Background: an optimization exercise with open tools, aiming at small area, a short achievable clock period and few clock cycles per item. Do not read the settings as production practice. Only simulation tests tie the RTL to the original design; equivalence was not proved.

==> flow/design.v, too long to show whole: its modules and the start of the top module <==
// module pixcorr: 199 lines
// module pc_dsub: 202 lines
// module pc_gsub: 202 lines
// module pc_iy: 668 lines
// module pc_ig: 585 lines
// module pc_mul: 1047 lines
// module pc_add18: 200 lines
module pixcorr (
    input  wire        clk,
    input  wire        rst,
    input  wire        in_valid,
    input  wire        in_last,
    input  wire [15:0] in_data,
    input  wire        in_sat,
    input  wire        in_defpix,
    input  wire        in_uncorr,
    input  wire [15:0] dark_a,
    input  wire [15:0] gain_a,
    input  wire [15:0] dark_b,
    input  wire [15:0] gain_b,
    input  wire [7:0]  weight,
    output reg         out_valid,
    output reg         out_last,
    output reg  [15:0] out_data,
    output reg         out_sat,
    output reg         out_defpix,
    output reg         out_interp
);
  // ...
==> flow/flow/run.sh <==
#!/bin/bash
# The standard layout with two changes:
#  - after synthesis, flow/fixpol.py removes the inverters that Yosys's
#    full-adder extraction leaves around full adders (flipping adders and
#    swapping simple gates for their complements instead);
#  - the port buffers are buf_2 cells instead of the resizer's default.
# Each tool's output goes to a log file of its own in this folder.
set -euo pipefail
R=$PWD/orfs/results/$FLOW_PLATFORM/pixcorr/base
LIB=$FLOW_HOME/platforms/$FLOW_PLATFORM/lib/sky130_fd_sc_hd__tt_025C_1v80.lib
EXTRA=(BUFFER_PORTS_ARGS="-buffer_cell sky130_fd_sc_hd__buf_2")
bash standard.sh "${EXTRA[@]}" "$R/1_2_yosys.v" > synth.log 2>&1
cp "$R/1_2_yosys.v" yosys_netlist.v
python3 flow/fixpol.py "$LIB" yosys_netlist.v "$R/1_2_yosys.v" > fixpol.log 2>&1
bash standard.sh "${EXTRA[@]}" > layout.log 2>&1
==> flow/flow/fixpol.py <==
#!/usr/bin/env python3
"""Polarity clean-up of a Yosys gate-level netlist for sky130hd.

Yosys's full-adder extraction leaves many inverters between full adders and
their neighbours. A full adder is self-dual, fa(~a,~b,~c) = ~fa(a,b,c), so
each one may be flipped (inputs and outputs complemented), and a simple gate
may be swapped for its complement (and2 <-> nand2, ...). This script removes
every inverter that does not drive a port, chooses flips and swaps by local
search to minimise the area of the inverters it then has to put back plus the
area change of the swapped gates, and writes the netlist again. Registers and
every other cell are kept as they are.

usage: fixpol.py LIB IN.v OUT.v
"""

import re
import sys

P = "sky130_fd_sc_hd__"
OUT_PINS = {"X", "Y", "Q", "Q_N", "SUM", "COUT", "HI", "LO"}
PAIRS = [
    ("and2_1", "X", "nand2_1", "Y"), ("or2_1", "X", "nor2_1", "Y"),
    ("xor2_1", "X", "xnor2_1", "Y"), ("and3_1", "X", "nand3_1", "Y"),
    ("or3_1", "X", "nor3_1", "Y"), ("and4_1", "X", "nand4_1", "Y"),
    ("or4_1", "X", "nor4_1", "Y"), ("a21o_1", "X", "a21oi_1", "Y"),
    ("o21a_1", "X", "o21ai_0", "Y"), ("a22o_1", "X", "a22oi_1", "Y"),
    ("o22a_1", "X", "o22ai_1", "Y"), ("a211o_1", "X", "a211oi_1", "Y"),
    ("o211a_1", "X", "o211ai_1", "Y"), ("a31o_1", "X", "a31oi_1", "Y"),
    ("o31a_1", "X", "o31ai_1", "Y"), ("a32o_1", "X", "a32oi_1", "Y"),
    ("a2bb2o_1", "X", "a2bb2oi_1", "Y"), ("o2bb2a_1", "X", "o2bb2ai_1", "Y"),
    ("xnor3_1", "X", "xor3_1", "X"),
]
COMP = {}
for a, pa, b, pb in PAIRS:
    COMP[P + a] = (P + b, pa, pb)
    COMP[P + b] = (P + a, pb, pa)
INV = re.compile(r"^sky130_fd_sc_hd__(clk)?inv_\d+$")


def lib_areas(path):
    areas = {}
    cell = None
    for line in open(path):
        m = re.match(r"\s*cell\s*\(\s*\"?([\w]+)\"?\s*\)", line)
        if m:
            cell = m.group(1)
            continue
        m = re.match(r"\s*area\s*:\s*([0-9.]+)", line)
        if m and cell and cell not in areas:
            areas[cell] = float(m.group(1))
    return areas


def main():
    lib, src, dst = sys.argv[1:4]
    areas = lib_areas(lib)
    a_inv = areas[P + "inv_1"]
    text = open(src).read()
    mstart = text.index("module ")
    header_end = text.index(");", mstart) + 2
    header = text[mstart:header_end]
    body = text[header_end:text.rindex("endmodule")]

    outputs = set()
    for m in re.finditer(r"^\s*output\s+(\[[^\]]+\]\s*)?([^;]+);", body, re.M):
        rng, names = m.group(1), m.group(2)
        for nm in names.split(","):
            nm = nm.strip()
            if rng:
                hi, lo = [int(x) for x in rng.strip()[1:-1].split(":")]
                for i in range(min(hi, lo), max(hi, lo) + 1):
                    outputs.add("%s[%d]" % (nm, i))
            else:
                outputs.add(nm)

    decl_lines = []
    insts = []
    pos = 0
    inst_re = re.compile(r"^\s*(sky130_fd_sc_hd__\w+)\s+(\S+)\s*\((.*?)\);\s*$", re.M | re.S)
    first_inst = None
    for m in inst_re.finditer(body):
        if first_inst is None:
            first_inst = m.start()
        conns = {}
        for pm in re.finditer(r"\.(\w+)\(([^()]*)\)", m.group(3)):
            conns[pm.group(1)] = pm.group(2).strip()
        insts.append([m.group(1), m.group(2), conns])
    decls = body[:first_inst]
    rest = body[first_inst:]
    # anything but instances after the first instance would be lost
    leftover = inst_re.sub("", rest).strip()
    if leftover:
        raise SystemExit("unexpected netlist text: %r" % leftover[:200])

    driver = {}
    for k, (cell, name, conns) in enumerate(insts):
        for pin, net in conns.items():
            if pin in OUT_PINS:
                driver[net] = (k, pin)

    removable = set()
    for k, (cell, name, conns) in enumerate(insts):
        if INV.match(cell) and conns["Y"] not in outputs:
            removable.add(k)

    lit_cache = {}

    def lit(net):
        if net in lit_cache:
            return lit_cache[net]
        d = driver.get(net)
        if d is not None and d[0] in removable:
            r, p = lit(insts[d[0]][2]["A"])
            res = (r, p ^ 1)
        else:
            res = (net, 0)
        lit_cache[net] = res
        return res

    # variables: FA flips and gate swaps; root -> variable
    fa_ids = [k for k, (c, n, cc) in enumerate(insts) if c == P + "fa_1" and k not in removable]
    var_of_root = {}
    var_cost = {}
    var_roots = {}
    for k in fa_ids:
        conns = insts[k][2]
        rs = [conns["SUM"], conns["COUT"]]
        if any(r in outputs for r in rs):
            continue
        v = ("fa", k)
        for r in rs:
            var_of_root[r] = v
        var_cost[v] = 0.0
        var_roots[v] = rs
    for k, (cell, name, conns) in enumerate(insts):
        if cell in COMP and k not in removable:
            comp, pin, _ = COMP[cell]
            r = conns.get(pin)
            if r is None or r in outputs or comp not in areas:
                continue
            v = ("g", k)
            var_of_root[r] = v
            var_cost[v] = areas[comp] - areas[cell]
            var_roots[v] = [r]

    # demands: root -> list of (pol, var or None)
    demands = {}
    fa_inputs = {}
    for k, (cell, name, conns) in enumerate(insts):
        if k in removable:
            continue
        is_fa = ("fa", k) in var_cost
        for pin, net in conns.items():
            if pin in OUT_PINS:
                continue
            r, p = lit(net)
            demands.setdefault(r, []).append((p, ("fa", k) if is_fa else None))
    for net in outputs:
        r, p = lit(net)
        if (r, p) != (net, 0):
            raise SystemExit("output %s behind a removable inverter" % net)

    val = {v: 0 for v in var_cost}
    var_demand_roots = {}
    for r, ds in demands.items():
        for p, v in ds:
            if v is not None:
                var_demand_roots.setdefault(v, set()).add(r)

    def root_cost(r):
        ds = demands.get(r)
        if not ds:
            return 0.0
        v = var_of_root.get(r)
        pr = val[v] if v is not None else 0
        for p, dv in ds:
            q = p ^ (val[dv] if dv is not None else 0)
            if q != pr:
                return a_inv
        return 0.0

    def affected(v):
        s = set(var_roots.get(v, []))
        s |= var_demand_roots.get(v, set())
        return s

    def total():
        c = sum(root_cost(r) for r in demands)
        c += sum(var_cost[v] for v in val if val[v])
        return c

    start = total()
    order = sorted(val)

    def greedy():
        for it in range(30):
            improved = 0
            for v in order:
                rs = affected(v)
                before = sum(root_cost(r) for r in rs) + (var_cost[v] if val[v] else 0)
                val[v] ^= 1
                after = sum(root_cost(r) for r in rs) + (var_cost[v] if val[v] else 0)
                if after < before - 1e-9:
                    improved += 1
                else:
                    val[v] ^= 1
            if not improved:
                break

    greedy()
    # simulated annealing from the greedy result, keeping the best state
    import math
    import random
    rnd = random.Random(1)
    cur = total()
    best, best_val = cur, dict(val)
    aff = {v: list(affected(v)) for v in order}
    moves = 40 * len(order) + 1
    for step in range(moves):
        temp = 4.0 * (0.002 / 4.0) ** (step / moves)
        v = order[rnd.randrange(len(order))]
        rs = aff[v]
        before = sum(root_cost(r) for r in rs) + (var_cost[v] if val[v] else 0)
        val[v] ^= 1
        after = sum(root_cost(r) for r in rs) + (var_cost[v] if val[v] else 0)
        d = after - before
        if d <= 0 or rnd.random() < math.exp(-d / temp):
            cur += d
            if cur < best - 1e-9:
                best, best_val = cur, dict(val)
        else:
            val[v] ^= 1
    val.update(best_val)
    greedy()
    end = total()

    # rewrite
    new_wires = []
    inv_of = {}
    out_insts = []
    ninv = [0]

    def phys(r, q):
        v = var_of_root.get(r)
        pr = val[v] if v is not None else 0
        if q == pr:
            return r
        if r not in inv_of:
            ninv[0] += 1
            w = "fxn_%d" % ninv[0]
            new_wires.append(w)
            inv_of[r] = w
            out_insts.append([P + "inv_1", "fxinv_%d" % ninv[0], {"A": r, "Y": w}])
        return inv_of[r]

    kept = []
    for k, (cell, name, conns) in enumerate(insts):
        if k in removable:
            continue
        flip = 0
        if ("fa", k) in val:
            flip = val[("fa", k)]
        newconns = {}
        for pin, net in conns.items():
            if pin in OUT_PINS:
                newconns[pin] = net
                continue
            r, p = lit(net)
            newconns[pin] = phys(r, p ^ flip)
        if ("g", k) in val and val[("g", k)]:
            comp, pin, cpin = COMP[cell]
            newconns[cpin] = newconns.pop(pin)
            cell = comp
        kept.append([cell, name, newconns])

    lines = [text[:mstart], header, decls]
    for w in new_wires:
        lines.append("  wire %s;\n" % w)
    for cell, name, conns in kept + out_insts:
        cs = ",\n".join("    .%s(%s)" % (p, n if not n.startswith("\\") else n + " ") for p, n in conns.items())
        lines.append("  %s %s (\n%s\n  );\n" % (cell, name, cs))
    lines.append("endmodule\n")
    open(dst, "w").write("".join(lines))
    sys.stderr.write("fixpol: %d inverters removed, %d added; %d fa flipped, %d gates swapped; "
                     "area %.1f -> %.1f (inverters + swaps)\n" % (
                         len(removable), ninv[0],
                         sum(1 for v in val if v[0] == "fa" and val[v]),
                         sum(1 for v in val if v[0] == "g" and val[v]),
                         start + 0, end))


if __name__ == "__main__":
    main()
==> flow/standard.sh <==
#!/bin/bash
# synth_recipe.tcl (not shown) runs the flow's synth.tcl, then flattens the netlist and writes it again
# the make line also repeats each setting of config.mk as NAME=value (left out here)
make -C /OpenROAD-flow-scripts/flow DESIGN_CONFIG=/design/flow/config.mk WORK_HOME=/design/flow/orfs CLKGATE_MAP_FILE= SYNTH_SCRIPT=/design/flow/synth_recipe.tcl "${@:-finish}"
==> flow/config.mk <==
export PLATFORM = sky130hd
export DESIGN_NAME = pixcorr
export DESIGN_NICKNAME = pixcorr
export VERILOG_FILES = /design/flow/design.v
export SDC_FILE = /design/flow/constraint.sdc
export NUM_CORES = 4
export LEC_CHECK = 0
export CAP_MARGIN = 20
export CORE_MARGIN = 2
export CORE_UTILIZATION = 40
export CTS_BUF_LIST = sky130_fd_sc_hd__clkbuf_4 sky130_fd_sc_hd__clkbuf_8
export SLEW_MARGIN = 20
==> flow/constraint.sdc <==
create_clock -name core_clock -period 34.0 [get_ports {clk}]
set_input_delay 6.8000 -clock core_clock [delete_from_list [all_inputs] [get_ports {clk}]]
set_output_delay 6.8000 -clock core_clock [all_outputs]
set_load 0.01 [all_outputs]
==> flow_metrics.tcl, run 1 <==
set metrics [dict create \
    io_pins 116 \
    fillers 5994 \
    hold_path.class "register to register" \
    netlist_area_um2 25000 \
    inv_count 244 \
    synthesis.nets 3175 \
    crit_fanout 1 \
    taps 837 \
    critical_path.top_delay_family "flip-flops" \
    final_cells 3360 \
    status "no timing/DRC/antenna violations" \
    setup_tns_ps 0 \
    seqAreaFraction_pct 16.8 \
    worst_ep_arrival_time_ps 1040 \
    die_area_um2 64500 \
    clock_area_share_pct 3.16 \
    min_delay_worst_endpoint "r1_fsat" \
    place_inst 3288 \
    cts_sinks 220 \
    area_dominant_class "multi-input combinational cells" \
    n_all_buffers 128 \
    drc 0 \
    dp_hpwl_um 45300 \
    max_slew_margin_pct 35.0 \
    clockBufferDepth 3 \
    nonClkBufAreaFrac_pct 2.47 \
    cts_made_buffers 40 \
    first_iter_violations 1003 \
    crit_buf_inv 1 \
    met3_usage_pct 2.85 \
]
Testbench counts, summed over its fixed seeds: cycles 105,949, pixels 105,901.
==> inputs of run 2 (changes only) <==
--- a/flow/config.mk
+++ b/flow/config.mk
@@ -8,5 +8,4 @@
 export CAP_MARGIN = 20
 export CORE_MARGIN = 2
 export CORE_UTILIZATION = 40
-export CTS_BUF_LIST = sky130_fd_sc_hd__clkbuf_4 sky130_fd_sc_hd__clkbuf_8
 export SLEW_MARGIN = 20
==> flow_metrics.tcl, run 2 <==
set metrics [dict create \
    status "no timing/DRC/antenna violations" \
    layout_commonest_cell "fa_1" \
    fillers 5955 \
    grt-ovfl-total 0 \
    synthesis.nets 3175 \
    worstMarginPinSlew_ps 971 \
    critical_path.top_delay_family "flip-flops" \
    rr_worst_depth 25 \
    worst_ep_arrival_time_ps 1000 \
    path_depth 1 \
    die_area_um2 64500 \
    period_share_pct 22.9 \
    grt_pass1_wl_um 98400 \
    startpoint_type "register" \
    synth_cells 2406 \
    via_per_inst 5.15 \
    wirelength_um 58400 \
    die_w_um 254 \
    drv_cap 0 \
    utilization_pct 44.5 \
    cts_tree "built" \
    crit_buf_inv 1 \
    max_stage_delay_ps 310 \
    routabilityCongestion 0.840 \
    slowest_stage "dfxtp_1" \
    syn_to_final_growth_pct 9.86 \
    portBuffers 115 \
    first_iter_violations 973 \
    netlist_area_um2 25000 \
    crit_fanout 1 \
    final_hold_viol_count 0 \
    worstPathRequired_ps 27200 \
    setup_viol 0 \
    wl_met2_um 28700 \
    die_h_um 254 \
    cts_setup_buffers 0 \
    min_period_ps 7800 \
    cts_made_buffers 28 \
    whs_path_depth 0 \
    fin_nets 3250 \
    max_slew_margin_pct 35.2 \
    largest-register "r1_y" \
    wl_met1_um 26400 \
    dp_hpwl_um 45300 \
    grt_start_max_net_pins 45 \
    final_cell_mix "fa_1 (454), and2_1 (332), nand2_1 (254)" \
    drc 0 \
    multi_input_area_um2 19200 \
    crit_path_cell_trace "buf_2" \
    io_pins 116 \
    wl_met3_um 2490 \
    ctsHtreeMaxLevel 1 \
    cp-end-kind "primary output" \
    vias 17200 \
    grt_usage_pct 19.0 \
    cts_sinks 220 \
    core_area_um2 61700 \
    antenna_found_initial 1 \
    skew_ps 21.4 \
    wl_per_cell_um 17.5 \
    antenna_cells 0 \
    setup_tns_ps 0 \
    clockBufferDepth 3 \
    cts_resized 0 \
    syn_avg_cell_area_um2 10.4 \
    largest_reg_flops 18 \
    rows 91 \
    drive_gt1_share_pct 9.28 \
    critical_path_class "register to primary output" \
    ant_nets 0 \
    grt_pass1_vias 19100 \
    clk_latency_ps 570 \
    hold_buffers 0 \
    dr.pass1.iters 5 \
    ys_warn_count 3 \
    final_max_slew_viol_count 0 \
    cts_root_buf "clkbuf_16" \
    register_area_um2 4570 \
    hold_path.class "register to register" \
    highest-signal-layer "met4" \
    grt_setup_unrepaired "false" \
    clk_pin_slew_ps 50 \
    start_util_pct 40.5 \
    fmax_ghz 0.128 \
]
## run 2: cell type report
class,instances,area share (%)
multi-input combinational,1859,69.9
clock buffer,34,2.79
timing repair buffer,128,2.45
tap,837,3.82
sequential,220,16.7
clock inverter,16,1.04
inverter,244,3.34
## run 2: final timing paths
kind                       end  slack, ps          from
setup / recovery  out_data[14]      26200  out_data[14]
hold / removal         r1_fsat        320        r0_sat
setup reg to reg      r1_g[15]      26400      r0_ga[1]
hold reg to reg        r1_fsat        320        r0_sat
## run 2: through the flow
step                      std cells  setup slack [ps]  hold WS [ps]  instance area [µm²]
after detailed placement       3288             26440           312                26400
after floorplan                2406             26810           310                25000
after global routing           3338             25880           332                27400
after CTS                      3338             26150           325                27400
final                          3338             26200           325                27400
after global placement         3288             26620           313                26400
## run 2: layer usage
layer,GRT usage (%),up-vias
li1,-,7977
met1,25.5,8787
met2,33.0,371
met3,2.13,70
met4,4.05,0
met5,0,-

static timing again, ports no longer ideal:
The flow's constraints put no driver on any port. The routed layouts listed below were extracted and timed again, unchanged, in two steps.
Step 1 assumes that a clkbuf_16 drives the clock port and a buf_2 every other input.
Step 2 moves the port delays by t, midway between the first and last clock arrival at a register: inputs arrive t later, outputs are due t later. That takes back most of the time a late clock gives input paths.
Three values: ideal ports, drivers, drivers and shift; two values: the first two.
| run | t, ns | setup slack, ns | hold WS [ns] | pins driven straight from the clock port |
|---|---|---|---|---|
| run 1 | 0.659 | 26.156 / 26.097 / 26.384 | 0.326 / 0.326 / 0.326 | 1 |
| run 2 | 0.615 | 26.204 / 26.147 / 26.403 | 0.325 / 0.325 / 0.325 | 1 |
After both steps every run listed still meets setup and hold.
